Background: an optimization exercise with open tools, aiming at small area, a short achievable clock period and few clock cycles per item. Do not read the settings as production practice. The RTL was checked by simulation tests, not by an equivalence proof against the original design.

## flow/design.v (module list and top-level ports; edited modules follow where they fit)
// module tally_shift_rom: 26360 lines
// module tally_unit: 111 lines
// module tally_crc_word: 792 lines
module tally_unit (
    input  wire        clk,
    input  wire        rst,
    input  wire        in_valid,
    output wire        in_ready,
    input  wire [7:0]  in_j,
    input  wire [63:0] in_crc_old,
    input  wire [63:0] in_old,
    input  wire [63:0] in_new,
    output wire        out_valid,
    input  wire        out_ready,
    output reg  [63:0] out_crc
);
  // ...
==> flow/flow/run.sh <==
#!/bin/bash
# The standard layout (the design's SDC unchanged), with two changes to how
# it is made: timing repair aims 8.5 ns below the clock period, and the port
# buffers are buf_1 cells.
set -euo pipefail
bash standard.sh "BUFFER_PORTS_ARGS=-buffer_cell sky130_fd_sc_hd__buf_1" SETUP_SLACK_MARGIN=8.5 finish > make_finish.log 2>&1
==> flow/standard.sh <==
#!/bin/bash
# synth_recipe.tcl (not shown) runs the flow's synth.tcl, then flattens the netlist and writes it again
# the make line also repeats each setting of config.mk as NAME=value (left out here)
make -C /OpenROAD-flow-scripts/flow DESIGN_CONFIG=/design/flow/config.mk WORK_HOME=/design/flow/orfs CLKGATE_MAP_FILE= SYNTH_SCRIPT=/design/flow/synth_recipe.tcl "${@:-finish}"
==> flow/config.mk <==
export PLATFORM = sky130hd
export DESIGN_NAME = tally_unit
export DESIGN_NICKNAME = tally_unit
export VERILOG_FILES = /design/flow/design.v
export SDC_FILE = /design/flow/constraint.sdc
export NUM_CORES = 4
export LEC_CHECK = 0
export CAP_MARGIN = 20
export CORE_MARGIN = 2
export CORE_UTILIZATION = 28
export PLACE_DENSITY = 0.45
export SLEW_MARGIN = 20
export SYNTH_MEMORY_MAX_BITS = 16384
==> flow/constraint.sdc <==
create_clock -name core_clock -period 12.0 [get_ports {clk}]
set_input_delay 2.4000 -clock core_clock [delete_from_list [all_inputs] [get_ports {clk}]]
set_output_delay 2.4000 -clock core_clock [all_outputs]
set_load 0.01 [all_outputs]
==> out/metrics.yaml, run 1 <==
synth:
  synthTopCellsByArea: "xnor2_1 23%, edfxtp_1 18%, dfxtp_1 8.7%"
  async_flop_share: 0
  synthesis.nets: 6022
  synth_compound_area_frac: 0.190
  synth_top_family_by_area: "XOR/XNOR gates"
  synth_mux_area_frac: 0.00875
  synth_xor_area_frac: 0.319
  ys_seq_area_frac: 0.267
  yosysUniqueCellTypes: 86
  yosysMostFrequentCell: "xnor2_1"
  syn_inst: 5795
  synthFlopType: "edfxtp_1"
  post_synth.cell_area_avg_um2: 8.07
  netlist_area_um2: 46800
  synth_adder_area_share: 0.00615
  synth_common_cells: "1212 x xnor2_1, 835 x nand2_1, 455 x nor2_1"
  synth_warnings: 1
  synth_edf_count: 280
clocking:
  numClockSinks: 484
  clockBufferDepth: 3
  cts_setup_buffers: 252
  cts_made_buffers: 52
  postCtsHoldBufs: 0
  h-tree-depth: 2
  cts_resized: 1041
floorplanning:
  io_pins: 270
  row_count: 150
outcome:
  error_message: "[ERROR GRT-0232] Routing congestion too high. Check the congestion heatmap in the GUI."
  stop_stage: "global routing"
  status: "aborted with a tool error"
placed_design:
  numPortBuffers: 269
  hpwl_mm: 328
global_route:
  grt_max_degree: 69
Testbench counts, summed over its fixed seeds: cycles 19,280, items 2,400.
==> run 2: changes to the inputs <==
--- a/flow/config.mk
+++ b/flow/config.mk
@@ -7,7 +7,7 @@
 export LEC_CHECK = 0
 export CAP_MARGIN = 20
 export CORE_MARGIN = 2
-export CORE_UTILIZATION = 28
-export PLACE_DENSITY = 0.45
+export CORE_UTILIZATION = 24
+export PLACE_DENSITY = 0.4
 export SLEW_MARGIN = 20
 export SYNTH_MEMORY_MAX_BITS = 16384
==> run 2 against run 1 <==
Compared with the run above:
- synthesized cell count is the same
- now clean on timing, DRC and antenna
- synthesized area unchanged
==> out/metrics.yaml, run 2 <==
outcome:
  status: "timing/DRC/antenna clean"  # was aborted with a tool error
synth:
  synth_common_cells: "1212 x xnor2_1, 835 x nand2_1, 455 x nor2_1"  # unchanged
  yosysUniqueCellTypes: 86  # unchanged
  synth_seq_cells: 484  # unchanged
  synthesis.nets: 6022  # unchanged
  ys_seq_area_frac: 0.267  # unchanged
  netlist_area_um2: 46800  # unchanged
  synthFlopType: "edfxtp_1"  # unchanged
  post_synth.cell_area_avg_um2: 8.07  # unchanged
  synth_top_area_share: 0.227  # unchanged
  synth_largest_area_cell: "xnor2_1"  # unchanged
  async_flop_share: 0  # unchanged
  synth_warnings: 1  # unchanged
  synthTopCellsByArea: "xnor2_1 23%, edfxtp_1 18%, dfxtp_1 8.7%"  # unchanged
  syn_inst: 5795  # unchanged
  yosysMostFrequentCell: "xnor2_1"  # unchanged
  synth_edf_count: 280  # unchanged
sta:
  rsz0062_at_grt: "yes"
  final.setup.tns_ns: 0
  period_minus_slack_ns: 4.14
  slew_violations: 0
  clock.fmax_mhz: 242
  hold_violations: 0
  relSlewSlack: 0.0687
  worstMarginPinSlew_ns: 1.39
  skew_ns: 0.0688
  finalSetupViolCount: 0
  timing.final.crit_share: 0.345
drt:
  vias: 60900
  drt_iter0_drc: 11300
  antenna_left: 0
  postRouteWirelength_mm: 516
  drt_pass1_iterations: 11
  drc: 0
  wl_per_cell_um: 56.3
  viasPerCell: 6.65
floorplanning:
  start_util: 0.241  # was 0.281
  io_pins: 270  # unchanged
  die_h_um: 445  # was 413 um
  row_count: 162  # was 150
  coreArea_um2: 194000
  die_w_um: 445  # was 413 um
  dieArea_um2: 198000
setup_path:
  path_common_cell: "buf_4"
  cp.arrival_ns: 4.62
  cp-end-kind: "flop"
  crit_path_cell_trace: "buf_4 > buf_12 > buf_4 > o211ai_1 > a311oi_1 > buf_4 > o22ai_1 > mux2i_1"
  crit_required_ns: 12.49
  critPathSlowestCell: "o211ai_1"
  cpPeakStageDelay_ns: 0.70
  worstPathMaxFanout: 56
  critPathBufInv: 4
  cp_top_family: "buffers and inverters"
  startpoint_type: "flop"
  criticalPathCategory: "reg2reg"
clocking:
  ctsRootBufferMaster: "clkbuf_16"  # unchanged
  clockBufferDepth: 3  # unchanged
  cts_tree: "built"
  numClockSinks: 484  # unchanged
  postCtsHoldBufs: 0  # unchanged
  h-tree-depth: 2  # unchanged
  clock_latency_ns: 0.70
  cts_made_buffers: 54  # was 52
  cts.clk_slew.worst_paths_ns: 0.07
layout:
  area_growth_pct: 41.3
  final_net_count: 6668
  layout_common_cells: "1122 x xnor2_1, 752 x nand2_1, 553 x buf_4"
  drive_gt1_frac: 0.283
  mostFrequentLayoutCell: "xnor2_1"
global_route:
  grt-ovfl-total: 0
  grt_max_degree: 80
  grt_pass1_vias: 52400
  grt_use_total: 0.496
  grt_pass1_wl_mm: 629
  antenna_found_initial: 118
placed_design:
  gp_congestion: 1.19  # was 1.26
  numPortBuffers: 269  # unchanged
  hpwl_mm: 358  # was 328 mm
job:
  cap_violations: 0
hold_path:
  hold_path_class: "reg2reg"
## run 2: cell counts after synthesis
Identical to the previous run, type by type.
## run 2: area by class of cell
type                    instances  area [um2]
fillers                     20200      128000
multi-input cells            4793       37600
flip-flops and latches        484       12500
repair buffers               1084       10500
well taps                    2542        3180
clock buffers                  69        1500
diodes                        133         333
clock inverters                31         328
inverters                      24         158
## run 2: through the flow
| step | util | cell area (um2) | worst slack, ns | hold WS (ns) | cells |
|---|---|---|---|---|---|
| after global placement | 0.272 | 52800 | 5.23 | 0.400 | 8518 |
| after CTS | 0.324 | 62900 | 8.02 | 0.419 | 8905 |
| after detailed placement | 0.273 | 53000 | 5.97 | 0.405 | 8528 |
| after global routing | 0.339 | 65900 | 8.07 | 0.421 | 9103 |
| after floorplan | - | 46800 | 8.51 | 0.400 | 5795 |
| final | 0.340 | 66100 | 7.86 | 0.416 | 9160 |
## run 2: repair_timing
action / 4_1_cts / 5_1_grt
endpoints found under the hold margin: 0 / 0
endpoints found under the setup margin: 294 / 157
gates resized for setup: 1026 / 320
setup buffers: 237 / 110
pin swaps: 114 / 94
cloned: 40 / 12
## run 2: kinds of logic after synthesis
logic type / after synthesis / share of synthesized area
compound gates: 1329 / 0.190
xor+xnor: 1612 / 0.319
fa+ha+maj: 23 / 0.00615
buf+inv: 518 / 0.0426
flops: 484 / 0.267
mux: 38 / 0.00875
simple gates: 1791 / 0.166
## run 2: final timing paths
kind	startpoint	end	slack, ns	depth (start not counted)
setup / recovery	j_r[5]	s_q[7]	7.86	8
hold / removal	crc_old_a[53]	crc_old_b[53]	0.42	0
setup reg to reg	j_r[5]	s_q[7]	7.86	8
hold reg to reg	crc_old_a[53]	crc_old_b[53]	0.42	0
## run 2: metal layers
metal,track usage,vias up,part of all wire
li1,-,21800,-
met1,0.611,30700,0.40
met2,0.604,6338,0.35
met3,0.320,2013,0.16
met4,0.321,109,0.086
met5,0.142,-,0.0082
==> run 3: changes to the inputs <==
==> flow/flow/run.sh (replaced) <==
#!/bin/bash
# The standard layout (the design's SDC unchanged), with two changes to how
# it is made: timing repair aims 8 ns below the clock period, and the port
# buffers are buf_1 cells.
set -euo pipefail
bash standard.sh "BUFFER_PORTS_ARGS=-buffer_cell sky130_fd_sc_hd__buf_1" SETUP_SLACK_MARGIN=8 finish > make_finish.log 2>&1
--- a/flow/config.mk
+++ b/flow/config.mk
@@ -5,9 +5,9 @@
 export SDC_FILE = /design/flow/constraint.sdc
 export NUM_CORES = 4
 export LEC_CHECK = 0
-export CAP_MARGIN = 20
+export CAP_MARGIN = 25
 export CORE_MARGIN = 2
 export CORE_UTILIZATION = 24
 export PLACE_DENSITY = 0.4
-export SLEW_MARGIN = 20
+export SLEW_MARGIN = 25
 export SYNTH_MEMORY_MAX_BITS = 16384
==> run 3 against run 2 <==
Compared with the run above:
- final cell count fell by 2.9%
- sequential share of layout area increased by 2.0 points
- synthesized cell count unchanged
- routed wire length is 5.4% lower
- setup slack worse by 0.39 ns
- clock skew shrank 0.015 ns
- count of clock-buffer cells in the layout is 2 lower
- global-route usage shrank 2.3 points
- fmax fell by 8.6%
- critical path type unchanged
- highest routed layer unchanged
==> out/metrics.yaml, run 3 <==
synth:
  synthFlopType: "edfxtp_1"  # unchanged
  synth_warnings: 1  # unchanged
  synth_adder_area_share: 0.00615  # unchanged
  yosysUniqueCellTypes: 86  # unchanged
  yosys.area_share.simple: 0.166  # unchanged
  synthesis.nets: 6022  # unchanged
  synthTopCellsByArea: "xnor2_1 23%, edfxtp_1 18%, dfxtp_1 8.7%"  # unchanged
  synth_seq_cells: 484  # unchanged
  synth_largest_area_cell: "xnor2_1"  # unchanged
  synth_top_family_by_area: "XOR/XNOR gates"  # unchanged
  post_synth.cell_area_avg_um2: 8.07  # unchanged
  synth_xor_area_frac: 0.319  # unchanged
  syn_inst: 5795  # unchanged
  synth_top_area_share: 0.227  # unchanged
  synth_mux_area_frac: 0.00875  # unchanged
  synth_compound_area_frac: 0.190  # unchanged
  synth_common_cells: "1212 x xnor2_1, 835 x nand2_1, 455 x nor2_1"  # unchanged
  ys_seq_area_frac: 0.267  # unchanged
  async_flop_share: 0  # unchanged
  yosysMostFrequentCell: "xnor2_1"  # unchanged
  synth_edf_count: 280  # unchanged
  netlist_area_um2: 46800  # unchanged
drt:
  postRouteWirelength_mm: 488  # was 516 mm
  vias: 57700  # was 60.9k
  drt_pass1_iterations: 9  # was 11
  wl_per_cell_um: 54.8  # was 56.3 um
  drt_iter0_drc: 10300  # was 11.3k
  antenna_left: 0  # unchanged
  drc: 0  # unchanged
  viasPerCell: 6.48  # was 6.65
floorplanning:
  die_h_um: 445  # unchanged
  die_w_um: 445  # unchanged
  coreArea_um2: 194000  # unchanged
  start_util: 0.241  # unchanged
  dieArea_um2: 198000  # unchanged
  io_pins: 270  # unchanged
  row_count: 162  # unchanged
layout:
  mostFrequentLayoutCell: "xnor2_1"  # unchanged
  drive_gt1_frac: 0.195  # was 0.283
  layout_common_cells: "1169 x xnor2_1, 790 x nand2_1, 420 x buf_4"  # was 1122 x xnor2_1, 752 x nand2_1, 553 x buf_4
  final_net_count: 6395  # was 6668
  area_growth_pct: 27.5  # was 41.3%
clocking:
  cts.clk_slew.worst_paths_ns: 0.06  # was 0.07 ns
  numClockSinks: 484  # unchanged
  postCtsHoldBufs: 0  # unchanged
  clockBufferDepth: 3  # unchanged
  clock_latency_ns: 0.68  # was 0.70 ns
  ctsRootBufferMaster: "clkbuf_16"  # unchanged
  cts_made_buffers: 53  # was 54
  cts_tree: "built"  # unchanged
  h-tree-depth: 2  # unchanged
setup_path:
  startpoint_type: "flop"  # unchanged
  worstPathMaxFanout: 20  # was 56
  cp-end-kind: "flop"  # unchanged
  criticalPathCategory: "reg2reg"  # unchanged
  cp.arrival_ns: 5.00  # was 4.62 ns
  crit_required_ns: 12.48  # was 12.49 ns
sta:
  finalSetupViolCount: 0  # unchanged
  relSlewSlack: 0.108  # was 0.0687
  setup_slack_ns: 7.48  # was 7.86 ns
  hold_violations: 0  # unchanged
  period_minus_slack_ns: 4.52  # was 4.14 ns
  worst_hold_slack_ns: 0.418  # was 0.416 ns
  slew_violations: 0  # unchanged
  worstMarginPinSlew_ns: 1.32  # was 1.39 ns
  clock.fmax_mhz: 221  # was 242 MHz
  skew_ns: 0.0537  # was 0.0688 ns
  rsz0062_at_grt: "yes"  # unchanged
  timing.final.crit_share: 0.377  # was 0.345
  final.setup.tns_ns: 0  # unchanged
hold_path:
  hold_path_class: "reg2reg"  # unchanged
global_route:
  grt-ovfl-total: 0  # unchanged
  antenna_found_initial: 141  # was 118
  grt_pass1_vias: 50700  # was 52.4k
  grt_pass1_wl_mm: 603  # was 629 mm
  grt_use_total: 0.474  # was 0.496
  grt_max_degree: 119  # was 80
job:
  cap_violations: 0  # unchanged
placed_design:
  detailedPlace.worstSlack_ns: 5.50  # was 5.97 ns
  gp_congestion: 1.17  # was 1.19
  numPortBuffers: 269  # unchanged
  hpwl_mm: 358  # about the same
outcome:
  status: "timing/DRC/antenna clean"  # unchanged
## run 3: cell types whose count changed in the layout (fill, tap and decap cells not counted), sizes merged
cell,delta
clkbuf,-64
bufinv,+2
clkinvlp,-3
inv,+2
buf,-187
diode,+9
bufbuf,-23
clkinv,+1
## run 3: kinds of logic after synthesis
| kind of cell | count (synthesis) |
|---|---|
| xor+xnor | 1612 |
| fa+ha+maj | 23 |
| simple gates | 1791 |
| flops | 484 |
| buf+inv | 518 |
| mux | 38 |
| compound gates | 1329 |
## run 3: path summary, 6_finish.rpt
| check | startpoint | to | slack, ns | cells past startpoint |
|---|---|---|---|---|
| setup / recovery | j_r[1] | s_q[1] | 7.48 | 12 |
| hold / removal | j_a[3] | j_r[3] | 0.42 | 0 |
| setup reg to reg | j_r[1] | s_q[1] | 7.48 | 12 |
| hold reg to reg | j_a[3] | j_r[3] | 0.42 | 0 |
## run 3: timing repair
action | in CTS | in global routing
setup endpoints to repair | 139 | 41
buffers inserted | 82 | 20
cloned | 14 | 1
endpoints found under the hold margin | 0 | 0
resized for setup | 498 | 121
pin swaps | 49 | 25
## run 3: critical path, cell delays in order (launching register included)
cell and delay (ns):
edfxtp_1 0.39, buf_12 0.21, ha_1 0.19, buf_6 0.35, buf_8 0.35, nand2b_2 0.44
a21oi_1 0.40, o21ai_2 0.35, a21oi_1 0.13, or4_1 0.51, nand3_1 0.12, o211ai_1 0.47
a31oi_1 0.38
## run 3: cell type report
type / count / area (um2)
sequential: 484 / 12500
fill: 20800 / 135000
tap: 2542 / 3180
clock inverter: 33 / 400
antenna: 142 / 355
timing repair buffer: 812 / 6420
inverter: 24 / 156
multi-input combinational: 4793 / 35100
clock buffer: 67 / 1470
## run 3: per-layer routing
layer	GRT usage	vias to the layer above	share of wire
met2	0.582	5598	0.35
met3	0.286	1567	0.15
li1	-	21200	-
met1	0.601	29200	0.41
met5	0.0650	-	0.0035
met4	0.294	80	0.078
## run 3: metrics by stage
stage / instance area, um2 / util / instances
CTS: 58400 / 0.301 / 8732
global route: 59500 / 0.306 / 8830
global placement: 53000 / 0.272 / 8528
floorplan: 46800 / - / 5795
finish: 59600 / 0.307 / 8897
detailed placement: 53200 / 0.274 / 8536
==> run 4: changes to the inputs <==
==> flow/config.mk (replaced) <==
export PLATFORM = sky130hd
export DESIGN_NAME = tally_unit
export DESIGN_NICKNAME = tally_unit
export VERILOG_FILES = /design/flow/design.v
export SDC_FILE = /design/flow/constraint.sdc
export NUM_CORES = 4
export LEC_CHECK = 0
export CAP_MARGIN = 30
export CORE_MARGIN = 2
export CORE_UTILIZATION = 26
export PLACE_DENSITY = 0.42
export SLEW_MARGIN = 30
export SYNTH_MEMORY_MAX_BITS = 16384
==> run 4 against run 3 <==
Compared with the run above:
- utilization rose by 2.7 points
- synthesized cell count did not move
- largest cell class unchanged
==> out/metrics.yaml, run 4 <==
sta:
  finalSetupViolCount: 0  # unchanged
  worst_hold_slack_ns: 0.411  # was 0.418 ns
  final.setup.tns_ns: 0  # unchanged
  skew_ns: 0.0485  # was 0.0537 ns
  clock.fmax_mhz: 222  # was 221 MHz
  worstMarginPinSlew_ns: 1.20  # was 1.32 ns
  timing.final.crit_share: 0.376  # was 0.377
  period_minus_slack_ns: 4.51  # was 4.52 ns
  hold_violations: 0  # unchanged
  relSlewSlack: 0.203  # was 0.108
  rsz0062_at_grt: "yes"  # unchanged
  slew_violations: 0  # unchanged
synth:
  synth_seq_cells: 484  # unchanged
  synth_warnings: 1  # unchanged
  ys_seq_area_frac: 0.267  # unchanged
  synth_top_area_share: 0.227  # unchanged
  post_synth.cell_area_avg_um2: 8.07  # unchanged
  synth_edf_count: 280  # unchanged
  synth_common_cells: "1212 x xnor2_1, 835 x nand2_1, 455 x nor2_1"  # unchanged
  async_flop_share: 0  # unchanged
  synthFlopType: "edfxtp_1"  # unchanged
  synthesis.nets: 6022  # unchanged
  yosysUniqueCellTypes: 86  # unchanged
  synthTopCellsByArea: "xnor2_1 23%, edfxtp_1 18%, dfxtp_1 8.7%"  # unchanged
  yosysMostFrequentCell: "xnor2_1"  # unchanged
  syn_inst: 5795  # unchanged
  synth_largest_area_cell: "xnor2_1"  # unchanged
  netlist_area_um2: 46800  # unchanged
hold_path:
  hp-start: "crc_old_a[40]"  # was j_a[3]
  holdPathStages: 0  # unchanged
  holdPathEnd: "crc_old_b[40]"  # was j_r[3]
  hold_path_class: "reg2reg"  # unchanged
setup_path:
  rr_endpoint: "s_q[4]"  # was s_q[1]
  startpoint_type: "flop"  # unchanged
  path_common_cell: "buf_12"  # was a21oi_1
  cp.arrival_ns: 5.02  # was 5.00 ns
  cpPeakStageDelay_ns: 0.62  # was 0.51 ns
  critPathSlowestCell: "o22ai_4"  # was or4_1
  criticalPathCategory: "reg2reg"  # unchanged
  crit_required_ns: 12.50  # was 12.48 ns
  critPathBufInv: 4  # was 3
  cp_top_family: "compound AO/OA/AOI/OAI gates"  # unchanged
  rrSetupSlack_ns: 7.49  # was 7.48 ns
  worstPathMaxFanout: 34  # was 20
  cp-end-kind: "flop"  # unchanged
  worst_r2r_path_depth: 12  # unchanged
  crit_path_cell_trace: "buf_12 > buf_8 > buf_12 > nand2b_1 > buf_4 > nor2_4 > o31ai_1 > o22ai_4 > o21ai_0 > nor3_1 > o22ai_1 > a32oi_1"  # was buf_12 > ha_1 > buf_6 > buf_8 > nand2b_2 > a21oi_1 > o21ai_2 > a21oi_1 > or4_1 > nand3_1 > o211ai_1 > a31oi_1
  timing.rr.start: "j_r[3]"  # was j_r[1]
clocking:
  cts_tree: "built"  # unchanged
  numClockSinks: 484  # unchanged
  cts.clk_slew.worst_paths_ns: 0.07  # was 0.06 ns
  clockBufferDepth: 3  # unchanged
  ctsRootBufferMaster: "clkbuf_16"  # unchanged
  cts_made_buffers: 54  # was 53
  clock_latency_ns: 0.68  # about the same
  h-tree-depth: 2  # unchanged
global_route:
  grt_max_degree: 78  # was 119
  use_met2: 0.594  # was 0.582
  grtUsageMet1: 0.611  # was 0.601
  grt_use_total: 0.491  # was 0.474
  grt-busiest-layer: "met1"  # unchanged
  antenna_found_initial: 126  # was 141
  grt-ovfl-total: 0  # unchanged
  gr-usage-met3: 0.315  # was 0.286
  grt_pass1_wl_mm: 586  # was 603 mm
  grt_pass1_vias: 51000  # was 50.7k
layout:
  multi_input_area_um2: 35500  # was 35100 um2
  finalCoreUtilization: 0.333  # was 0.307
  area_growth_pct: 27.3  # was 27.5%
  drive_gt1_frac: 0.198  # was 0.195
  final_net_count: 6388  # was 6395
  final_cells: 8692  # was 8897
  layout_common_cells: "1177 x xnor2_1, 786 x nand2_1, 400 x buf_4"  # was 1169 x xnor2_1, 790 x nand2_1, 420 x buf_4
  mostFrequentLayoutCell: "xnor2_1"  # unchanged
  fillers: 18900  # was 20.8k
  final-seq-area_um2: 12500  # unchanged
drt:
  postRouteWirelength_mm: 474  # was 488 mm
  drt_pass1_iterations: 14  # was 9
  drt_iter0_drc: 11300  # was 10.3k
  drc: 0  # unchanged
  vias: 59300  # was 57.7k
  wl_per_cell_um: 54.6  # was 54.8 um
  antenna_left: 0  # unchanged
  viasPerCell: 6.82  # was 6.48
floorplanning:
  die_h_um: 428  # was 445 um
  die_w_um: 428  # was 445 um
  dieArea_um2: 183000  # was 198000 um2
  start_util: 0.262  # was 0.241
  row_count: 155  # was 162
  coreArea_um2: 179000  # was 194000 um2
  io_pins: 270  # unchanged
placed_design:
  dp_cells: 8329  # was 8536
  hpwl_mm: 346  # was 358 mm
  numPortBuffers: 269  # unchanged
  gp_congestion: 1.22  # was 1.17
outcome:
  status: "timing/DRC/antenna clean"  # unchanged
job:
  cap_violations: 0  # unchanged
-- run 4: cell counts after synthesis --
No cell type changed its count.
-- run 4: layout make-up --
| cell class | count | area share |
|---|---|---|
| inverters | 24 | 0.00208 |
| multi-input cells | 4793 | 0.595 |
| clock buffers | 74 | 0.0252 |
| well taps | 2355 | 0.0495 |
| flip-flops and latches | 484 | 0.210 |
| clock inverters | 28 | 0.00571 |
| diodes | 130 | 0.00546 |
| repair buffers | 804 | 0.107 |
-- run 4: through the flow --
| step | setup slack (ns) | area [um2] |
|---|---|---|
| after floorplan | 8.17 | 46800 |
| after global placement | 5.40 | 52400 |
| after detailed placement | 5.66 | 52800 |
| after CTS | 7.75 | 57200 |
| after global routing | 7.79 | 59400 |
| final | 7.49 | 59600 |
-- run 4: repair_timing --
item	in CTS	in global routing
setup buffers	55	59
gates cloned	5	9
pin swaps	36	48
setup endpoints to repair	68	32
hold buffers	0	0
hold endpoints to repair	0	0
resized for setup	426	272
-- run 4: worst max-delay path by stage --
stage,startpoint,cells after the start,slack (ns),end
after floorplan,j_r[0],16,8.17,s_q[5]
after global placement,j_r[2],15,5.40,s_q[2]
after detailed placement,j_r[1],14,5.66,s_q[2]
after CTS,j_r[1],13,7.75,s_q[3]
after global routing,j_r[3],12,7.79,s_q[4]
final,j_r[3],12,7.49,s_q[4]
-- run 4: logic make-up after synthesis --
group | share of synthesized area
XOR/XNOR | 0.319
adder cells (fa/ha/maj) | 0.00615
flip-flops | 0.267
AO/OA/AOI/OAI | 0.190
multiplexers | 0.00875
AND/OR/NAND/NOR | 0.166
buffers and inverters | 0.0426
-- run 4: layer usage --
layer	vias to the layer above	wire length, um
li1	21100	-
met1	29600	188000
met2	6540	165000
met3	1982	78000
met4	84	39800
met5	-	3040
-- run 4: worst reg2reg max path, stage by stage, from the launching register on --
cell and delay, ns:
edfxtp_1 0.39, buf_12 0.29, buf_8 0.36, buf_12 0.31
nand2b_1 0.46, buf_4 0.40, nor2_4 0.59, o31ai_1 0.23
o22ai_4 0.62, o21ai_0 0.21, nor3_1 0.20, o22ai_1 0.12
a32oi_1 0.19
==> module tally_unit, before the edit <==
module tally_unit (
    input  wire        clk,
    input  wire        rst,
    input  wire        in_valid,
    output wire        in_ready,
    input  wire [7:0]  in_j,
    input  wire [63:0] in_crc_old,
    input  wire [63:0] in_old,
    input  wire [63:0] in_new,
    output wire        out_valid,
    input  wire        out_ready,
    output reg  [63:0] out_crc
);
    localparam [63:0] POLY = 64'h42F0_E1EB_A9EA_3693;
    function [63:0] mulmod_step;
        input [63:0] r0;
        input [63:0] a;
        input [7:0]  d;
        integer i;
        reg [63:0] r;
        begin
            r = r0;
            for (i = 7; i >= 0; i = i - 1)
                r = {r[62:0], 1'b0} ^ (r[63] ? POLY : 64'h0) ^ (d[i] ? a : 64'h0);
            mulmod_step = r;
        end
    endfunction
    reg  [2:0]  bcnt;         
    reg         rdy;          
    reg         rdy0;         
    reg  [63:0] d_q;
    reg         v_q;          
    reg         l_q;          
    reg  [63:0] t_a;          
    reg  [7:0]  j_a;
    reg  [63:0] crc_old_a;
    reg         b_busy;
    reg  [2:0]  k;            
    reg  [63:0] t_b;
    reg  [63:0] crc_old_b;
    reg  [7:0]  j_r;          
    reg  [7:0]  s_q;          
    reg  [63:0] prod;         
    reg         ov;
    wire b_last  = b_busy && (k == 3'd7);
    wire b_done  = b_last && !ov;
    wire b_step  = b_busy && !b_last;
    assign in_ready  = rdy;
    assign out_valid = ov;
    wire take  = in_valid && rdy;
    wire start = v_q && l_q;
    wire [2:0] bcnt_n   = take ? bcnt + 3'd1 : bcnt;
    wire       b_busy_n = start || (b_busy && !b_done);
    wire [2:0] k_n      = start ? 3'd0 : (b_step ? k + 3'd1 : k);
    wire       ov_n     = b_done || (ov && !out_ready);
    wire       rdy_n    = (bcnt_n != 3'd7) || !b_busy_n || (k_n[2:1] == 2'b11 && !ov_n);
    wire [63:0] crc_in = t_a ^ d_q;
    wire [63:0] crc_out;
    tally_crc_word u_crc (.x(crc_in), .y(crc_out));
    wire [63:0] shift_val;
    tally_shift_rom u_rom (
        .j   (j_r),
        .val (shift_val)
    );
    wire [7:0] s_next = shift_val[8*(7 - k_n) +: 8];
    wire [63:0] step = mulmod_step(prod, t_b, s_q);
    always @(posedge clk) begin
        if (rst) begin
            bcnt   <= 3'd0;
            rdy    <= 1'b1;
            rdy0   <= 1'b1;
            v_q    <= 1'b0;
            b_busy <= 1'b0;
            k      <= 3'd0;
            ov     <= 1'b0;
        end else begin
            bcnt   <= bcnt_n;
            rdy    <= rdy_n;
            rdy0   <= rdy_n && (bcnt_n == 3'd0);
            v_q    <= take;
            b_busy <= b_busy_n;
            k      <= k_n;
            ov     <= ov_n;
        end
    end
    always @(posedge clk) begin
        d_q <= in_old ^ in_new;
        l_q <= (bcnt == 3'd7);
        if (rdy0) begin
            j_a       <= in_j;
            crc_old_a <= in_crc_old;
        end
        if (rst || start)
            t_a <= 64'h0;             
        else if (v_q)
            t_a <= crc_out;
        if (!b_busy || k[2:1] == 2'b11)
            j_r <= j_a;
        if (start || b_step)
            s_q <= s_next;
        if (start) begin
            t_b       <= crc_out;
            crc_old_b <= crc_old_a;
            prod      <= 64'h0;
        end else if (b_step) begin
            prod      <= step;
        end
        if (b_done)
            out_crc <= crc_old_b ^ step;
    end
endmodule
==> run 5: changes to the inputs <==
--- a/flow/design.v
+++ b/flow/design.v
@@ -26398,7 +26398,7 @@
     reg  [2:0]  k;            
     reg  [63:0] t_b;
     reg  [63:0] crc_old_b;
-    reg  [7:0]  j_r;          
+    reg  [63:0] s_r;          
     reg  [7:0]  s_q;          
     reg  [63:0] prod;         
     reg         ov;
@@ -26419,10 +26419,10 @@
     tally_crc_word u_crc (.x(crc_in), .y(crc_out));
     wire [63:0] shift_val;
     tally_shift_rom u_rom (
-        .j   (j_r),
+        .j   (j_a),
         .val (shift_val)
     );
-    wire [7:0] s_next = shift_val[8*(7 - k_n) +: 8];
+    wire [7:0] s_next = s_r[8*(7 - k_n) +: 8];
     wire [63:0] step = mulmod_step(prod, t_b, s_q);
     always @(posedge clk) begin
         if (rst) begin
@@ -26455,7 +26455,7 @@
         else if (v_q)
             t_a <= crc_out;
         if (!b_busy || k[2:1] == 2'b11)
-            j_r <= j_a;
+            s_r <= shift_val;
         if (start || b_step)
             s_q <= s_next;
         if (start) begin
==> flow/run.sh (new file) <==
#!/bin/bash
# synth_recipe.tcl (not shown) runs the flow's synth.tcl, then flattens the netlist and writes it again
# the make line also repeats each setting of config.mk as NAME=value (left out here)
make -C /OpenROAD-flow-scripts/flow DESIGN_CONFIG=/design/flow/config.mk WORK_HOME=/design/flow/orfs CLKGATE_MAP_FILE= SYNTH_SCRIPT=/design/flow/synth_recipe.tcl finish
--- a/flow/config.mk
+++ b/flow/config.mk
@@ -7,7 +7,8 @@
 export LEC_CHECK = 0
 export CAP_MARGIN = 30
 export CORE_MARGIN = 2
-export CORE_UTILIZATION = 26
-export PLACE_DENSITY = 0.42
+export CORE_UTILIZATION = 24
+export PLACE_DENSITY = 0.4
+export SETUP_SLACK_MARGIN = 5
 export SLEW_MARGIN = 30
 export SYNTH_MEMORY_MAX_BITS = 16384
removed: flow/flow/run.sh
removed: flow/standard.sh
==> run 5 against run 4 <==
Compared with the run above:
- hold slack gained 0.0023 ns
- critical path depth grew 3
- via count shrank 3.4%
- largest cell class unchanged
- synthesized area grew 4.8%
==> out/metrics.yaml, run 5 <==
clocking:
  clock_latency_ns: 0.79  # was 0.68 ns
  clockBufferDepth: 3  # unchanged
  ctsRootBufferMaster: "clkbuf_16"  # unchanged
  cts_made_buffers: 75  # was 54
  postCtsHoldBufs: 0  # unchanged
  cts_setup_buffers: 0  # was 55
  cts.clk_slew.worst_paths_ns: 0.07  # about the same
  numClockSinks: 540  # was 484
  cts_tree: "built"  # unchanged
  cts_resized: 0  # was 426
  h-tree-depth: 3  # was 2
setup_path:
  rrSetupSlack_ns: 6.45  # was 7.49 ns
  cpPeakStageDelay_ns: 0.72  # was 0.62 ns
  path_common_cell: "buf_4"  # was buf_12
  rr_endpoint: "s_r[38]"  # was s_q[4]
  criticalPathCategory: "reg2reg"  # unchanged
  cp-end-kind: "flop"  # unchanged
  cp.arrival_ns: 6.13  # was 5.02 ns
  worstPathMaxFanout: 23  # was 34
  startpoint_type: "flop"  # unchanged
  crit_path_cell_trace: "buf_4 > clkinv_1 > buf_4 > ha_2 > buf_4 > buf_4 > nor2_2 > buf_4 > o21ai_0 > o31ai_1 > o21ai_0 > nor2_1 > a21oi_2 > o2111ai_1 > o211ai_1"  # was buf_12 > buf_8 > buf_12 > nand2b_1 > buf_4 > nor2_4 > o31ai_1 > o22ai_4 > o21ai_0 > nor3_1 > o22ai_1 > a32oi_1
  worst_r2r_path_depth: 15  # was 12
  critPathSlowestCell: "o21ai_0"  # was o22ai_4
  crit_required_ns: 12.58  # was 12.50 ns
  timing.rr.start: "j_a[2]"  # was j_r[3]
synth:
  syn_inst: 6106  # was 5795
  synth_seq_cells: 540  # was 484
  yosysMostFrequentCell: "xnor2_1"  # unchanged
  synth_warnings: 1  # unchanged
  synth_top_area_share: 0.220  # was 0.227
  synthTopCellsByArea: "xnor2_1 22%, edfxtp_1 21%, dfxtp_1 8.3%"  # was xnor2_1 23%, edfxtp_1 18%, dfxtp_1 8.7%
  synthesis.nets: 6333  # was 6022
  ys_seq_area_frac: 0.289  # was 0.267
  post_synth.cell_area_avg_um2: 8.03  # was 8.07 um2
  yosysUniqueCellTypes: 83  # was 86
  synth_largest_area_cell: "xnor2_1"  # unchanged
  netlist_area_um2: 49000  # was 46800 um2
  async_flop_share: 0  # unchanged
  synth_edf_count: 336  # was 280
  synth_common_cells: "1233 x xnor2_1, 990 x nand2_1, 543 x nor2_1"  # was 1212 x xnor2_1, 835 x nand2_1, 455 x nor2_1
  synthFlopType: "edfxtp_1"  # unchanged
layout:
  fillers: 21900  # was 18.9k
  multi_input_area_um2: 33800  # was 35500 um2
  drive_gt1_frac: 0.131  # was 0.198
  area_growth_pct: 23.0  # was 27.3%
  final-seq-area_um2: 14200  # was 12500 um2
  design_area_um2: 60300  # was 59600 um2
  layout_common_cells: "1211 x xnor2_1, 975 x nand2_1, 472 x nor2_1"  # was 1177 x xnor2_1, 786 x nand2_1, 400 x buf_4
  finalCoreUtilization: 0.298  # was 0.333
  mostFrequentLayoutCell: "xnor2_1"  # unchanged
  final_net_count: 6598  # was 6388
placed_design:
  hpwl_mm: 362  # was 346 mm
  numPortBuffers: 269  # unchanged
  detailedPlace.worstSlack_ns: 6.84  # was 5.66 ns
  placed_area_um2: 57300  # was 52800 um2
  gp_congestion: 1.17  # was 1.22
hold_path:
  holdPathEnd: "crc_old_b[45]"  # was crc_old_b[40]
  holdPathStages: 0  # unchanged
  hold_path_class: "reg2reg"  # unchanged
  hp-start: "crc_old_a[45]"  # was crc_old_a[40]
global_route:
  antenna_found_initial: 122  # was 126
  grt_use_total: 0.447  # was 0.491
  grt-ovfl-total: 0  # unchanged
  grt_pass1_vias: 51800  # was 51.0k
  grt_pass1_wl_mm: 603  # was 586 mm
  grt_max_degree: 117  # was 78
floorplanning:
  die_w_um: 456  # was 428 um
  row_count: 165  # was 155
  die_h_um: 456  # was 428 um
  coreArea_um2: 203000  # was 179000 um2
  dieArea_um2: 208000  # was 183000 um2
  start_util: 0.242  # was 0.262
  io_pins: 270  # unchanged
drt:
  antenna_left: 0  # unchanged
  drc: 0  # unchanged
  postRouteWirelength_mm: 482  # was 474 mm
  drt_iter0_drc: 10100  # was 11.3k
  vias: 57300  # was 59.3k
  drt_pass1_iterations: 9  # was 14
  viasPerCell: 6.25  # was 6.82
  wl_per_cell_um: 52.5  # was 54.6 um
sta:
  setup_slack_ns: 6.45  # was 7.49 ns
  hold_violations: 0  # unchanged
  worst_hold_slack_ns: 0.414  # was 0.411 ns
  clock.fmax_mhz: 180  # was 222 MHz
  finalSetupViolCount: 0  # unchanged
  period_minus_slack_ns: 5.55  # was 4.51 ns
  final.setup.tns_ns: 0  # unchanged
  slew_violations: 0  # unchanged
  skew_ns: 0.0642  # was 0.0485 ns
  rsz0062_at_grt: "no"  # was yes
  timing.final.crit_share: 0.463  # was 0.376
  worstMarginPinSlew_ns: 1.23  # was 1.20 ns
  relSlewSlack: 0.178  # was 0.203
outcome:
  status: "timing/DRC/antenna clean"  # unchanged
job:
  cap_violations: 0  # unchanged
## run 5: changes by cell type in the layout (fill, tap and decap cells not counted), moves of 45 or more
cell / delta
clkdlybuf4s50_1: +269
a21oi_1: +92
nand3_1: +45
edfxtp_1: +56
o21ai_0: +122
nor2_1: +107
nand2_1: +189
diode_2: -62
buf_1: -269
## run 5: area by class of cell
class,count,area share
timing repair buffer,697,0.101
clock inverter,45,0.00990
sequential,540,0.235
tap,2672,0.0555
clock buffer,92,0.0335
multi-input combinational,5028,0.560
antenna,68,0.00282
inverter,29,0.00201
## run 5: cells by family (layout without fill, tap and decap cells)
| logic type | count (synthesis) | count (layout) | share of synthesized area |
|---|---|---|---|
| simple gates | 1904 | 1904 | 0.160 |
| xor+xnor | 1620 | 1620 | 0.302 |
| flops | 540 | 540 | 0.289 |
| mux | 68 | 68 | 0.0162 |
| other cells | 0 | 68 | 0 |
| buf+inv | 538 | 863 | 0.0419 |
| fa+ha+maj | 23 | 23 | 0.00587 |
| compound gates | 1413 | 1413 | 0.184 |
## run 5: through the flow
step                      instances
final                          9171
after floorplan                6106
after global placement         8947
after CTS                      9100
after detailed placement       8963
after global routing           9117
## run 5: worst max-delay path by stage
stage | startpoint | endpoint | slack, ns | cells after the start
detailed placement | j_a[1] | s_r[60] | 6.84 | 14
global placement | j_a[1] | s_r[33] | 6.10 | 10
floorplan | v_q | crc_old_b[0] | 6.90 | 4
global route | j_a[1] | s_r[59] | 6.33 | 14
CTS | j_a[2] | s_r[38] | 6.81 | 15
finish | j_a[2] | s_r[38] | 6.45 | 15
## run 5: layer usage
metal	vias up	part of all wire	global-route usage
met5	-	0.00079	0.00666
li1	21800	-	-
met3	1404	0.14	0.234
met1	29000	0.41	0.567
met4	48	0.076	0.285
met2	5123	0.37	0.579
## run 5: critical path: cells and delay by family, from the launching register on
kind | cells | cell delay, ns
flip-flops | 1 | 0.33
AND/OR/NAND/NOR | 2 | 0.39
buffers and inverters | 6 | 1.88
AO/OA/AOI/OAI | 6 | 2.29
adder cells (fa/ha/maj) | 1 | 0.41
Testbench counts of run 5, summed over its fixed seeds: cycles 19,280, items 2,400.
==> run 6: changes to the inputs <==
==> flow/flow/run.sh (new file) <==
#!/bin/bash
# The standard layout (the design's SDC unchanged), with changes to how it
# is made: timing repair aims 8.5 ns below the clock period, the port buffers
# are buf_1 cells, and antenna repair after detailed routing may take up to
# 8 rounds.
set -euo pipefail
bash standard.sh "BUFFER_PORTS_ARGS=-buffer_cell sky130_fd_sc_hd__buf_1" SETUP_SLACK_MARGIN=8.5 MAX_REPAIR_ANTENNAS_ITER_DRT=8 finish > make_finish.log 2>&1
==> flow/standard.sh (new file) <==
#!/bin/bash
# synth_recipe.tcl (not shown) runs the flow's synth.tcl, then flattens the netlist and writes it again
# the make line also repeats each setting of config.mk as NAME=value (left out here)
make -C /OpenROAD-flow-scripts/flow DESIGN_CONFIG=/design/flow/config.mk WORK_HOME=/design/flow/orfs CLKGATE_MAP_FILE= SYNTH_SCRIPT=/design/flow/synth_recipe.tcl "${@:-finish}"
==> flow/config.mk (replaced) <==
export PLATFORM = sky130hd
export DESIGN_NAME = tally_unit
export DESIGN_NICKNAME = tally_unit
export VERILOG_FILES = /design/flow/design.v
export SDC_FILE = /design/flow/constraint.sdc
export NUM_CORES = 4
export LEC_CHECK = 0
export CAP_MARGIN = 20
export CORE_MARGIN = 2
export CORE_UTILIZATION = 24
export PLACE_DENSITY = 0.4
export SLEW_MARGIN = 20
export SYNTH_MEMORY_MAX_BITS = 16384
removed: flow/run.sh
==> run 6 against run 5 <==
Compared with the run above:
- die area did not move
- utilization rose by 2.3 points
- setup slack improved by 1.7 ns
- sequential cell count did not move
==> out/metrics.yaml, run 6 <==
sta:
  period_minus_slack_ns: 3.84  # was 5.55 ns
  relSlewSlack: 0.160  # was 0.178
  skew_ns: 0.0629  # was 0.0642 ns
  rsz0062_at_grt: "yes"  # was no
  worst_hold_slack_ns: 0.407  # was 0.414 ns
  worstMarginPinSlew_ns: 1.26  # was 1.23 ns
  setup_slack_ns: 8.16  # was 6.45 ns
  slew_violations: 0  # unchanged
  finalSetupViolCount: 0  # unchanged
  hold_violations: 0  # unchanged
  timing.final.crit_share: 0.320  # was 0.463
  clock.fmax_mhz: 260  # was 180 MHz
  final.setup.tns_ns: 0  # unchanged
setup_path:
  startpoint_type: "flop"  # unchanged
  cp.arrival_ns: 4.46  # was 6.13 ns
  crit_path_cell_trace: "buf_12 > buf_16 > ha_2 > buf_8 > nor2_4 > nand2_1 > a21oi_1 > o21ai_0 > o311ai_1 > a221oi_1 > o21ai_0"  # was buf_4 > clkinv_1 > buf_4 > ha_2 > buf_4 > buf_4 > nor2_2 > buf_4 > o21ai_0 > o31ai_1 > o21ai_0 > nor2_1 > a21oi_2 > o2111ai_1 > o211ai_1
  critPathSlowestCell: "a21oi_1"  # was o21ai_0
  cp-end-kind: "flop"  # unchanged
  criticalPathCategory: "reg2reg"  # unchanged
  timing.rr.start: "j_a[0]"  # was j_a[2]
  critPathBufInv: 3  # was 6
  crit_required_ns: 12.61  # was 12.58 ns
  cpPeakStageDelay_ns: 0.62  # was 0.72 ns
  path_common_cell: "o21ai_0"  # was buf_4
  worstPathMaxFanout: 11  # was 23
  crit_start: "j_a[0]"  # was j_a[2]
  cp_top_family: "compound AO/OA/AOI/OAI gates"  # unchanged
clocking:
  postCtsHoldBufs: 0  # unchanged
  clock_latency_ns: 0.79  # about the same
  cts_tree: "built"  # unchanged
  cts_made_buffers: 74  # was 75
  ctsRootBufferMaster: "clkbuf_16"  # unchanged
  cts.clk_slew.worst_paths_ns: 0.07  # about the same
  h-tree-depth: 3  # unchanged
  numClockSinks: 540  # unchanged
  clockBufferDepth: 3  # unchanged
floorplanning:
  coreArea_um2: 203000  # unchanged
  start_util: 0.242  # unchanged
  die_h_um: 456  # unchanged
  dieArea_um2: 208000  # unchanged
  row_count: 165  # unchanged
  io_pins: 270  # unchanged
  die_w_um: 456  # unchanged
synth:
  async_flop_share: 0  # unchanged
  synth_largest_area_cell: "xnor2_1"  # unchanged
  synth_common_cells: "1233 x xnor2_1, 990 x nand2_1, 543 x nor2_1"  # unchanged
  yosysMostFrequentCell: "xnor2_1"  # unchanged
  ys_seq_area_frac: 0.289  # unchanged
  syn_inst: 6106  # unchanged
  post_synth.cell_area_avg_um2: 8.03  # unchanged
  netlist_area_um2: 49000  # unchanged
  synthTopCellsByArea: "xnor2_1 22%, edfxtp_1 21%, dfxtp_1 8.3%"  # unchanged
  synthFlopType: "edfxtp_1"  # unchanged
  synth_warnings: 1  # unchanged
  yosysUniqueCellTypes: 83  # unchanged
  synth_edf_count: 336  # unchanged
  synth_top_area_share: 0.220  # unchanged
  synth_seq_cells: 540  # unchanged
  synthesis.nets: 6333  # unchanged
layout:
  mostFrequentLayoutCell: "xnor2_1"  # unchanged
  final_net_count: 6775  # was 6598
  finalCoreUtilization: 0.321  # was 0.298
  layout_common_cells: "1138 x xnor2_1, 909 x nand2_1, 412 x buf_4"  # was 1211 x xnor2_1, 975 x nand2_1, 472 x nor2_1
  area_growth_pct: 32.5  # was 23.0%
  design_area_um2: 64900  # was 60300 um2
  final_cells: 9381  # was 9171
  drive_gt1_frac: 0.218  # was 0.131
hold_path:
  hold_path_class: "reg2reg"  # unchanged
  hp-start: "crc_old_a[54]"  # was crc_old_a[45]
placed_design:
  numPortBuffers: 269  # unchanged
  detailedPlace.worstSlack_ns: 6.25  # was 6.84 ns
  hpwl_mm: 365  # was 362 mm
  dp_cells: 8936  # was 8963
  gp_congestion: 1.19  # was 1.17
  placed_area_um2: 55200  # was 57300 um2
drt:
  drt_pass1_iterations: 9  # unchanged
  drt_iter0_drc: 10500  # was 10.1k
  viasPerCell: 6.48  # was 6.25
  vias: 60800  # was 57.3k
  postRouteWirelength_mm: 510  # was 482 mm
  drc: 0  # unchanged
  wl_per_cell_um: 54.4  # was 52.5 um
  antenna_left: 0  # unchanged
global_route:
  grt_pass1_vias: 53100  # was 51.8k
  grt_use_total: 0.467  # was 0.447
  grt-ovfl-total: 0  # unchanged
  antenna_found_initial: 118  # was 122
  grt_pass1_wl_mm: 627  # was 603 mm
  grt_max_degree: 112  # was 117
outcome:
  status: "timing/DRC/antenna clean"  # unchanged
job:
  cap_violations: 0  # unchanged
==> run 6: cell families after synthesis <==
logic type	Yosys count	synth area share
XOR/XNOR	1620	0.302
AO/OA/AOI/OAI	1413	0.184
multiplexers	68	0.0162
buffers and inverters	538	0.0419
flip-flops	540	0.289
AND/OR/NAND/NOR	1904	0.160
adder cells (fa/ha/maj)	23	0.00587
==> run 6: final timing paths <==
kind | end | slack (ns) | cells after the start
max | s_r[58] | 8.16 | 11
min | crc_old_b[54] | 0.41 | 0
max reg2reg | s_r[58] | 8.16 | 11
min reg2reg | crc_old_b[54] | 0.41 | 0
==> run 6: repair_timing <==
action,CTS,global route
buffers inserted,104,73
resized for setup,708,266
pin swaps,36,46
gates cloned,19,12
setup endpoints to repair,399,214
==> run 6: area by class of cell <==
cell class | count | area [um2]
multi-input combinational | 5028 | 36700
timing repair inverter | 1 | 5.00
antenna | 100 | 250
clock buffer | 89 | 1940
tap | 2672 | 3340
clock inverter | 48 | 542
inverter | 29 | 190
sequential | 540 | 14200
fill | 21500 | 138000
timing repair buffer | 874 | 7830
==> run 6: per-layer routing <==
| metal | GRT usage | wire length (um) | part of all wire |
|---|---|---|---|
| met1 | 0.587 | 205000 | 0.40 |
| met2 | 0.593 | 185000 | 0.36 |
| met3 | 0.262 | 76100 | 0.15 |
| met4 | 0.304 | 41900 | 0.082 |
| met5 | 0.0432 | 1780 | 0.0035 |
==> run 7: changes to the inputs <==
==> flow/flow/run.sh (replaced) <==
#!/bin/bash
# The standard layout (the design's SDC unchanged), with changes to how it
# is made: timing repair aims 8 ns below the clock period, the port buffers
# are buf_1 cells, and antenna repair after detailed routing may take up to
# 8 rounds.
set -euo pipefail
bash standard.sh "BUFFER_PORTS_ARGS=-buffer_cell sky130_fd_sc_hd__buf_1" SETUP_SLACK_MARGIN=8 MAX_REPAIR_ANTENNAS_ITER_DRT=8 finish > make_finish.log 2>&1
==> run 7 against run 6 <==
Compared with the run above:
- highest routed layer unchanged
- fmax decreased by 11%
==> out/metrics.yaml, run 7 <==
clocking:
  cts_tree: "built"  # unchanged
  h-tree-depth: 3  # unchanged
  cts.clk_slew.worst_paths_ns: 0.06  # was 0.07 ns
  ctsRootBufferMaster: "clkbuf_16"  # unchanged
  cts_made_buffers: 74  # unchanged
  clockBufferDepth: 3  # unchanged
  clock_latency_ns: 0.77  # was 0.79 ns
  numClockSinks: 540  # unchanged
setup_path:
  cp.arrival_ns: 4.82  # was 4.46 ns
  rrSetupSlack_ns: 7.66  # was 8.16 ns
  timing.rr.start: "j_a[3]"  # was j_a[0]
  criticalPathCategory: "reg2reg"  # unchanged
  cp-end-kind: "flop"  # unchanged
  crit_start: "j_a[3]"  # was j_a[0]
  worstPathMaxFanout: 38  # was 11
  rr_endpoint: "s_r[58]"  # unchanged
  startpoint_type: "flop"  # unchanged
  worst_r2r_path_depth: 9  # was 11
  crit_required_ns: 12.48  # was 12.61 ns
synth:
  synth_warnings: 1  # unchanged
  ys_seq_area_frac: 0.289  # unchanged
  yosysMostFrequentCell: "xnor2_1"  # unchanged
  synthesis.nets: 6333  # unchanged
  synthFlopType: "edfxtp_1"  # unchanged
  synth_seq_cells: 540  # unchanged
  synth_common_cells: "1233 x xnor2_1, 990 x nand2_1, 543 x nor2_1"  # unchanged
  synth_edf_count: 336  # unchanged
  synthTopCellsByArea: "xnor2_1 22%, edfxtp_1 21%, dfxtp_1 8.3%"  # unchanged
  post_synth.cell_area_avg_um2: 8.03  # unchanged
  syn_inst: 6106  # unchanged
  synth_largest_area_cell: "xnor2_1"  # unchanged
  yosysUniqueCellTypes: 83  # unchanged
  synth_top_area_share: 0.220  # unchanged
  async_flop_share: 0  # unchanged
  netlist_area_um2: 49000  # unchanged
floorplanning:
  die_w_um: 456  # unchanged
  row_count: 165  # unchanged
  die_h_um: 456  # unchanged
  coreArea_um2: 203000  # unchanged
  start_util: 0.242  # unchanged
  dieArea_um2: 208000  # unchanged
  io_pins: 270  # unchanged
sta:
  worst_hold_slack_ns: 0.403  # was 0.407 ns
  final.setup.tns_ns: 0  # unchanged
  worstMarginPinSlew_ns: 1.42  # was 1.26 ns
  clock.fmax_mhz: 230  # was 260 MHz
  relSlewSlack: 0.0510  # was 0.160
  period_minus_slack_ns: 4.34  # was 3.84 ns
  finalSetupViolCount: 0  # unchanged
  skew_ns: 0.0633  # was 0.0629 ns
  hold_violations: 0  # unchanged
  rsz0062_at_grt: "yes"  # unchanged
  timing.final.crit_share: 0.362  # was 0.320
  slew_violations: 0  # unchanged
global_route:
  grt_use_total: 0.454  # was 0.467
  grt_pass1_vias: 52400  # was 53.1k
  grt-ovfl-total: 0  # unchanged
  grt_max_degree: 112  # unchanged
  antenna_found_initial: 121  # was 118
  grt_pass1_wl_mm: 611  # was 627 mm
drt:
  wl_met3_mm: 69.8  # was 76.1 mm
  top_layer_used: "met5"  # unchanged
  wl_met1_mm: 202  # was 205 mm
  wl_per_cell_um: 53.3  # was 54.4 um
  antenna_left: 0  # unchanged
  vias: 58500  # was 60.8k
  dr_wl_met2_mm: 181  # was 185 mm
  drc: 0  # unchanged
  drt_iter0_drc: 10400  # was 10.5k
  postRouteWirelength_mm: 492  # was 510 mm
  drt_pass1_iterations: 9  # unchanged
  viasPerCell: 6.34  # was 6.48
placed_design:
  numPortBuffers: 269  # unchanged
  gp_congestion: 1.19  # about the same
  hpwl_mm: 361  # was 365 mm
layout:
  mostFrequentLayoutCell: "xnor2_1"  # unchanged
  layout_common_cells: "1194 x xnor2_1, 938 x nand2_1, 449 x nor2_1"  # was 1138 x xnor2_1, 909 x nand2_1, 412 x buf_4
  final_net_count: 6647  # was 6775
  area_growth_pct: 23.4  # was 32.5%
  drive_gt1_frac: 0.163  # was 0.218
hold_path:
  holdPathEnd: "crc_old_b[61]"  # was crc_old_b[54]
  hold_path_class: "reg2reg"  # unchanged
  holdPathStages: 0  # unchanged
  hp-start: "crc_old_a[61]"  # was crc_old_a[54]
outcome:
  status: "timing/DRC/antenna clean"  # unchanged
job:
  cap_violations: 0  # unchanged
run 7: cell counts after synthesis:
Identical to the previous run, type by type.
run 7: worst max path at each step:
stage	end	slack (ns)
floorplan	rdy	8.06
global placement	s_r[49]	6.14
detailed placement	s_r[24]	6.15
CTS	s_r[24]	7.84
global route	s_r[52]	7.92
finish	s_r[58]	7.66
run 7: worst max-delay path, stage by stage (launching register included):
cell,delay (ns)
edfxtp_1,0.44
buf_6,0.24
buf_8,0.26
nor2_4,0.15
buf_4,0.55
nand2_2,0.62
nand4_1,0.87
o311ai_0,0.34
a221oi_1,0.37
o21ai_0,0.11
run 7: repair_timing:
item	CTS	global route
buffers inserted	33	17
pin swaps	14	15
cloned	1	5
hold buffers	0	0
endpoints found under the setup margin	106	89
resized for setup	279	121
hold endpoints to repair	0	0
run 7: kinds of logic after synthesis:
logic type	share of synthesized area
compound gates	0.184
fa+ha+maj	0.00587
flops	0.289
simple gates	0.160
xor+xnor	0.302
mux	0.0162
buf+inv	0.0419
run 7: through the flow:
| stage | instances | worst slack [ns] | utilization | instance area [um2] |
|---|---|---|---|---|
| 5_1_grt | 9177 | 7.92 | 0.298 | 60300 |
| 3_5_place_dp | 8957 | 6.15 | 0.273 | 55300 |
| 2_1_floorplan | 6106 | 8.06 | - | 49000 |
| 6_report | 9234 | 7.66 | 0.299 | 60500 |
| 3_3_place_gp | 8954 | 6.14 | 0.273 | 55200 |
| 4_1_cts | 9128 | 7.84 | 0.294 | 59400 |
run 7: routing by layer:
metal | vias up | track usage
li1 | 21900 | -
met1 | 29600 | 0.578
met2 | 5365 | 0.578
met3 | 1573 | 0.242
met4 | 42 | 0.296
met5 | - | 0.0278
run 7: area by class of cell:
type / count / area [um2]
Multi-Input combinational cell: 5028 / 34700
Sequential cell: 540 / 14200
Fill cell: 22000 / 142000
Clock buffer: 90 / 1960
Antenna cell: 81 / 203
Timing Repair Buffer: 747 / 5300
Inverter: 29 / 145
Clock inverter: 47 / 656
Tap cell: 2672 / 3340

-- port drivers added, routing unchanged --
No port has a modelled driver above. Below, the same layouts with a new extraction and two added sets of constraints. Step 1: set_driving_cell puts a clkbuf_16 on clk and a buf_2 on each other input, an assumption about the parent block. Step 2 adds t to the input delays and takes it off the output delays; t is the mean of the earliest and latest rising clock arrival at the registers after step 1. Input paths then give back, and output paths get back, about the clock's delay inside the block. Three values: ideal ports, drivers, drivers and shift; two values: the first two.
run | shift t [ns] | setup slack, ns | latest minus earliest clock arrival (ns)
run 2 | 0.736 | 7.864 / 7.864 / 7.864 | 0.071 / 0.071
run 3 | 0.731 | 7.477 / 7.477 / 7.477 | 0.054 / 0.054
run 4 | 0.719 | 7.487 / 7.487 / 7.487 | 0.056 / 0.056
run 5 | 0.863 | 6.448 / 6.448 / 6.448 | 0.067 / 0.067
run 6 | 0.858 | 8.157 / 8.157 / 7.906 | 0.067 / 0.066
run 7 | 0.855 | 7.661 / 7.661 / 7.661 | 0.083 / 0.083
After both steps every run listed still meets setup and hold. The setup slack of run 6, which loses most, moves by 0.000 ns with the drivers and by -0.251 ns with both steps.
